What follows belongs to an exercise in optimizing a design on an open flow for small area and a short achievable clock period; a production flow would make more cautious choices.
Function was checked by simulation only, so behaviour that the tests miss may differ from the original.

===== flow/design.v =====
module ic_gf_mul (
    input  wire [7:0] a,
    input  wire [7:0] b,
    output reg  [7:0] y
);
    reg [7:0] acc;
    reg [7:0] sh;
    integer i;
    always @(*) begin
        acc = 8'h00;
        sh  = a;
        for (i = 0; i < 8; i = i + 1) begin
            if (b[i])
                acc = acc ^ sh;
            sh = {sh[6:0], 1'b0} ^ (sh[7] ? 8'h1D : 8'h00);
        end
        y = acc;
    end
endmodule
module ic_encoder (
    input  wire [63:0] data,
    output wire [23:0] check
);
    localparam [8*24-1:0] XMOD = {
        24'h617B1B,    
        24'hE9C42C,    
        24'h8B7FF5,    
        24'h3D3804,    
        24'h8EB03F,    
        24'h63BAD8,    
        24'h1B2238,    
        24'h070E08     
    };
    wire [23:0] contrib [0:7];
    genvar i, k;
    generate
        for (i = 0; i < 8; i = i + 1) begin : g_sym
            for (k = 0; k < 3; k = k + 1) begin : g_chk
                ic_gf_mul u_mul (
                    .a (data[63-8*i -: 8]),
                    .b (XMOD[(7-i)*24 + 23 - 8*k -: 8]),
                    .y (contrib[i][23-8*k -: 8])
                );
            end
        end
    endgenerate
    assign check = contrib[0] ^ contrib[1] ^ contrib[2] ^ contrib[3]
                 ^ contrib[4] ^ contrib[5] ^ contrib[6] ^ contrib[7];
endmodule
module ic_decoder (
    input  wire [87:0] word,
    output wire [87:0] fixed,    
    output wire        ce,       
    output wire        ue,       
    output reg  [3:0]  sym       
);
    localparam [21*8-1:0] ALPHA = {
        8'hB4, 8'h5A, 8'h2D, 8'h98, 8'h4C, 8'h26, 8'h13, 8'h87, 8'hCD, 8'hE8, 8'h74,
        8'h3A, 8'h1D, 8'h80, 8'h40, 8'h20, 8'h10, 8'h08, 8'h04, 8'h02, 8'h01
    };
    wire [7:0] r   [0:10];
    wire [7:0] t1  [0:10];    
    wire [7:0] t2  [0:10];    
    wire [7:0] e1  [0:10];    
    wire [7:0] e2  [0:10];    
    wire [10:0] hit;
    reg [7:0] s0, s1, s2;
    integer j;
    genvar s;
    generate
        for (s = 0; s < 11; s = s + 1) begin : g_sym
            assign r[s] = word[87-8*s -: 8];
            ic_gf_mul u_t1 (.a(r[s]), .b(ALPHA[8*(10-s)     +: 8]), .y(t1[s]));
            ic_gf_mul u_t2 (.a(r[s]), .b(ALPHA[8*(2*(10-s)) +: 8]), .y(t2[s]));
            ic_gf_mul u_e1 (.a(s0),   .b(ALPHA[8*(10-s)     +: 8]), .y(e1[s]));
            ic_gf_mul u_e2 (.a(s0),   .b(ALPHA[8*(2*(10-s)) +: 8]), .y(e2[s]));
            assign hit[s] = (s0 != 8'h00) && (s1 == e1[s]) && (s2 == e2[s]);
            assign fixed[87-8*s -: 8] = hit[s] ? (r[s] ^ s0) : r[s];
        end
    endgenerate
    always @(*) begin
        s0 = 8'h00;
        s1 = 8'h00;
        s2 = 8'h00;
        for (j = 0; j < 11; j = j + 1) begin
            s0 = s0 ^ r[j];
            s1 = s1 ^ t1[j];
            s2 = s2 ^ t2[j];
        end
    end
    always @(*) begin
        sym = 4'd0;
        for (j = 0; j < 11; j = j + 1)
            if (hit[j])
                sym = j[3:0];
    end
    assign ce = |hit;
    assign ue = ({s0, s1, s2} != 24'h000000) && !ce;
endmodule
module ic_line_codec (
    input  wire         clk,
    input  wire         rst,             
    input  wire         rd_valid,
    input  wire [351:0] rd_line,         
    output reg          rd_out_valid,
    output reg  [351:0] rd_out_line,     
    output reg  [3:0]   rd_out_ce,
    output reg  [3:0]   rd_out_ue,
    output reg  [15:0]  rd_out_sym,      
    input  wire         wr_valid,
    input  wire [255:0] wr_data,         
    output reg          wr_out_valid,
    output reg  [95:0]  wr_out_check     
);
    reg         rd_v_q;
    reg [351:0] rd_line_q;
    reg         wr_v_q;
    reg [255:0] wr_data_q;
    always @(posedge clk) begin
        if (rst) begin
            rd_v_q <= 1'b0;
            wr_v_q <= 1'b0;
        end else begin
            rd_v_q <= rd_valid;
            wr_v_q <= wr_valid;
        end
        if (rd_valid)
            rd_line_q <= rd_line;
        if (wr_valid)
            wr_data_q <= wr_data;
    end
    wire [351:0] fixed;
    wire [3:0]   ce;
    wire [3:0]   ue;
    wire [15:0]  sym;
    wire [95:0]  check;
    genvar l;
    generate
        for (l = 0; l < 4; l = l + 1) begin : g_lane
            ic_decoder u_dec (
                .word  (rd_line_q[88*l +: 88]),
                .fixed (fixed[88*l +: 88]),
                .ce    (ce[l]),
                .ue    (ue[l]),
                .sym   (sym[4*l +: 4])
            );
            ic_encoder u_enc (
                .data  (wr_data_q[64*l +: 64]),
                .check (check[24*l +: 24])
            );
        end
    endgenerate
    always @(posedge clk) begin
        if (rst) begin
            rd_out_valid <= 1'b0;
            wr_out_valid <= 1'b0;
        end else begin
            rd_out_valid <= rd_v_q;
            wr_out_valid <= wr_v_q;
        end
        if (rd_v_q) begin
            rd_out_line <= fixed;
            rd_out_ce   <= ce;
            rd_out_ue   <= ue;
            rd_out_sym  <= sym;
        end
        if (wr_v_q)
            wr_out_check <= check;
    end
endmodule

===== flow/constraint.sdc =====
create_clock -name core_clock -period 6.0 [get_ports {clk}]
set_input_delay 1.2000 -clock core_clock [delete_from_list [all_inputs] [get_ports {clk}]]
set_output_delay 1.2000 -clock core_clock [all_outputs]
set_load 0.01 [all_outputs]

===== flow/config.mk =====
export PLATFORM = sky130hd
export DESIGN_NAME = ic_line_codec
export DESIGN_NICKNAME = ic_line_codec
export VERILOG_FILES = /design/flow/design.v
export SDC_FILE = /design/flow/constraint.sdc
export NUM_CORES = 4
export LEC_CHECK = 0
export CAP_MARGIN = 20
export CORE_MARGIN = 2
export CORE_UTILIZATION = 40
export SLEW_MARGIN = 20

===== flow/run.sh =====
#!/bin/bash
# synth_recipe.tcl (not shown) runs the flow's synth.tcl, then flattens the netlist and writes it again
# the make line also repeats each setting of config.mk as NAME=value (left out here)
make -C /OpenROAD-flow-scripts/flow DESIGN_CONFIG=/design/flow/config.mk WORK_HOME=/design/flow/orfs CLKGATE_MAP_FILE= SYNTH_SCRIPT=/design/flow/synth_recipe.tcl finish

==> run notes <==
Worst-path clk slew=0.07 ns; first-pass GRT wire length=485 mm; count of different cell masters after synthesis=90; Fmax=175 MHz; final wirelength=357 mm; top cell type's share of synthesized area=0.392; Final GP Congestion=1.02; DR WL/cell=32.7 µm; Final setup viols=0; Clock Tree Buf Depth=3; post-synthesis sequential area ratio=0.393; post-route ant nets=0; number of max-cap violations=0; min Tclk post-route=5.71 ns; #FFs+latches synth=1084; H-tree levels=4; vias in the first global route=57800; Hold Path Depth=2; Final Cell Area=0.103 mm²; Cell Area, Synth=0.0828 mm²; DRT iter0 DRCs=6596; Hold WC Path Type=reg2reg; dpl cell area=0.0981 mm²; Final Skew=0.0417 ns; I/O Pins=1086; synth top area cells=edfxtp_1, xnor2_1, xor2_1, xnor3_1, clkbuf_1; DRC viols=0; Post-CTS Resized=0; core area=0.205 mm²; Post-DP HPWL=290 mm; largest net degree at the start of global routing=153; pre-CTS WS=0.409 ns; WP data arrival=6.21 ns; Die Height=459 µm; WS Path Type=reg2reg; critical path required time=6.50 ns; CTS Hold Bufs=0; starting density of the core=0.403; row cnt=166; die area=0.211 mm²; Mapped Cells=6966; Post-synth EDFFs=1080; crit-path cells=xnor2_1 -> xnor3_1 -> xor3_2 -> buf_4 -> xnor2_1 -> xnor2_2 -> xnor2_1 -> nand4_1 -> nor4_1 -> buf_4 -> nand4bb_1 -> buf_4 -> and2_1 -> nand2_1 -> nand4bb_1 -> a31oi_1; Slew HR=0.240; status=no timing/DRC/antenna violations; CP max FO=9; Final period util=0.952; Synth area leader=edfxtp_1; CP startpoint kind=flop; total grt overflow=0; commonest non-fill, non-tap cell in the layout=xnor2_1; Post-Syn Area per Cell=11.9 µm²; Slew Viols, Final=0; final worst slack=0.290 ns; CTS tree=yes; TritonCTS Buffers=133; Worst path slowest cell=edfxtp_1; Yosys warning count=4; crit path capture type=flop; total clock sinks=1084; CP max stage delay=0.62 ns; Hold Vio Cnt, Final=0; drt pass-1 iters=9; layout cells sized above 1=0.0827; initial antenna violation count=84; R2R Setup Slk=0.29 ns; port bufs=1085; Die W=459 µm; via count=57800; Via density=5.29; RSZ-0062 raised after global routing=false; most frequent cells in the layout=xnor2_1, clkdlybuf4s50_1, edfxtp_1; pin slew with the least headroom to its limit=1.14 ns; Root Buffer Master=clkbuf_16; syn nets=7586; r2r worst-path depth=16; GR Util All Layers=0.332; setup repair bufs after CTS=0; Layout area overhead=24.2%; Worst-Skew Late Latency=0.80 ns; final net count=8717; Post-synth top flop=edfxtp_1; asr flop ratio synth=0
-- cells in the mapped netlist, drive strengths merged, types with 18 or more instances --
library cell,count
a21oi,47
and3,32
buf,95
clkbuf,347
edfxtp,1080
inv,36
mux2,18
mux2i,27
nand2,206
nand2b,53
nand3,56
nand4,50
nor2,292
nor2b,23
nor3,90
nor4,35
o21ai,49
or3,38
xnor2,2856
xnor3,291
xor2,965
xor3,41
-- final cells by class --
type,count,area (µm²)
well taps,2688,3360
diodes,40,100
multi-input cells,5403,48500
clock inverters,87,1010
flip-flops and latches,1084,32500
repair buffers,1438,13700
fillers,18300,102000
inverters,37,141
clock buffers,157,3500
-- final timing paths --
path,startpoint,to
worst min-delay path,rd_line_q[268]$_DFFE_PP_,rd_out_line[268]$_DFFE_PP_
worst max register to register,rd_line_q[52]$_DFFE_PP_,rd_out_ue[0]$_DFFE_PP_
worst min register to register,rd_line_q[268]$_DFFE_PP_,rd_out_line[268]$_DFFE_PP_
worst max-delay path,rd_line_q[52]$_DFFE_PP_,rd_out_ue[0]$_DFFE_PP_
-- kinds of logic after synthesis --
family / synth area share
AND/OR/NAND/NOR: 0.0592
adder cells (fa/ha/maj): 0.00121
multiplexers: 0.00571
XOR/XNOR: 0.500
buffers and inverters: 0.0232
AO/OA/AOI/OAI: 0.0176
flip-flops: 0.393
-- critical path: cells and delay by family, from the launching register on --
family	cells	cell delay [ns]
compound gates	1	0.06
buf+inv	3	0.73
flops	1	0.62
simple gates	6	1.19
xor+xnor	6	2.78
-- metal layers --
| metal | global-route usage | vias to the layer above | share of wire |
|---|---|---|---|
| met3 | 0.0712 | 577 | 0.087 |
| met2 | 0.521 | 3029 | 0.45 |
| met4 | 0.140 | 46 | 0.046 |
| met1 | 0.443 | 28800 | 0.41 |
| li1 | - | 25300 | - |
| met5 | 0 | - | 0.00076 |
-- stage by stage --
step | util | instances | hold slack [ns] | TNS (ns)
after floorplan | - | 6966 | 0.549 | 0
after global placement | 0.478 | 10700 | 0.628 | -0.00840
after detailed placement | 0.478 | 10700 | 0.589 | 0
after CTS | 0.500 | 10900 | 0.611 | 0
after global routing | 0.501 | 10900 | 0.668 | 0
final | 0.501 | 10900 | 0.606 | 0
-- flip-flops by register name, summed over array words and instances, names as in the netlist --
name / flops
rd_line_q: 352
rd_out_ce: 4
rd_out_line: 352
rd_out_sym: 16
rd_out_ue: 4
rd_out_valid: 1
rd_v_q: 1
wr_data_q: 256
wr_out_check: 96
wr_out_valid: 1
wr_v_q: 1

==> re-timing with driven ports <==
No port has a modelled driver above. Below, the same layout with a new extraction and two added sets of constraints.
Step 1 (the two cells are an assumption about what drives the block):
set clk [get_ports {clk}]
set_driving_cell -lib_cell sky130_fd_sc_hd__clkbuf_16 $clk
set_driving_cell -lib_cell sky130_fd_sc_hd__buf_2 [delete_from_list [all_inputs] $clk]
Step 2 times the ports against the registers' clock, not the clock port: input delays grow and output delays shrink by t, the midpoint of the rising clock arrivals with the driver on.
a / b / c = ideal ports / drivers / drivers and shift; a / b = the first two.
t, ns: 0.879
setup slack, ns: 0.290 / 0.290 / 0.290
worst hold slack (ns): 0.606 / 0.606 / 0.606
worst setup path after step 2: register to register
worst register clock-pin slew, ns: 0.07 / 0.07
After both steps setup and hold are still met in this run. For this run, drivers alone change the setup slack by 0.000 ns; drivers and shift together by 0.000 ns.
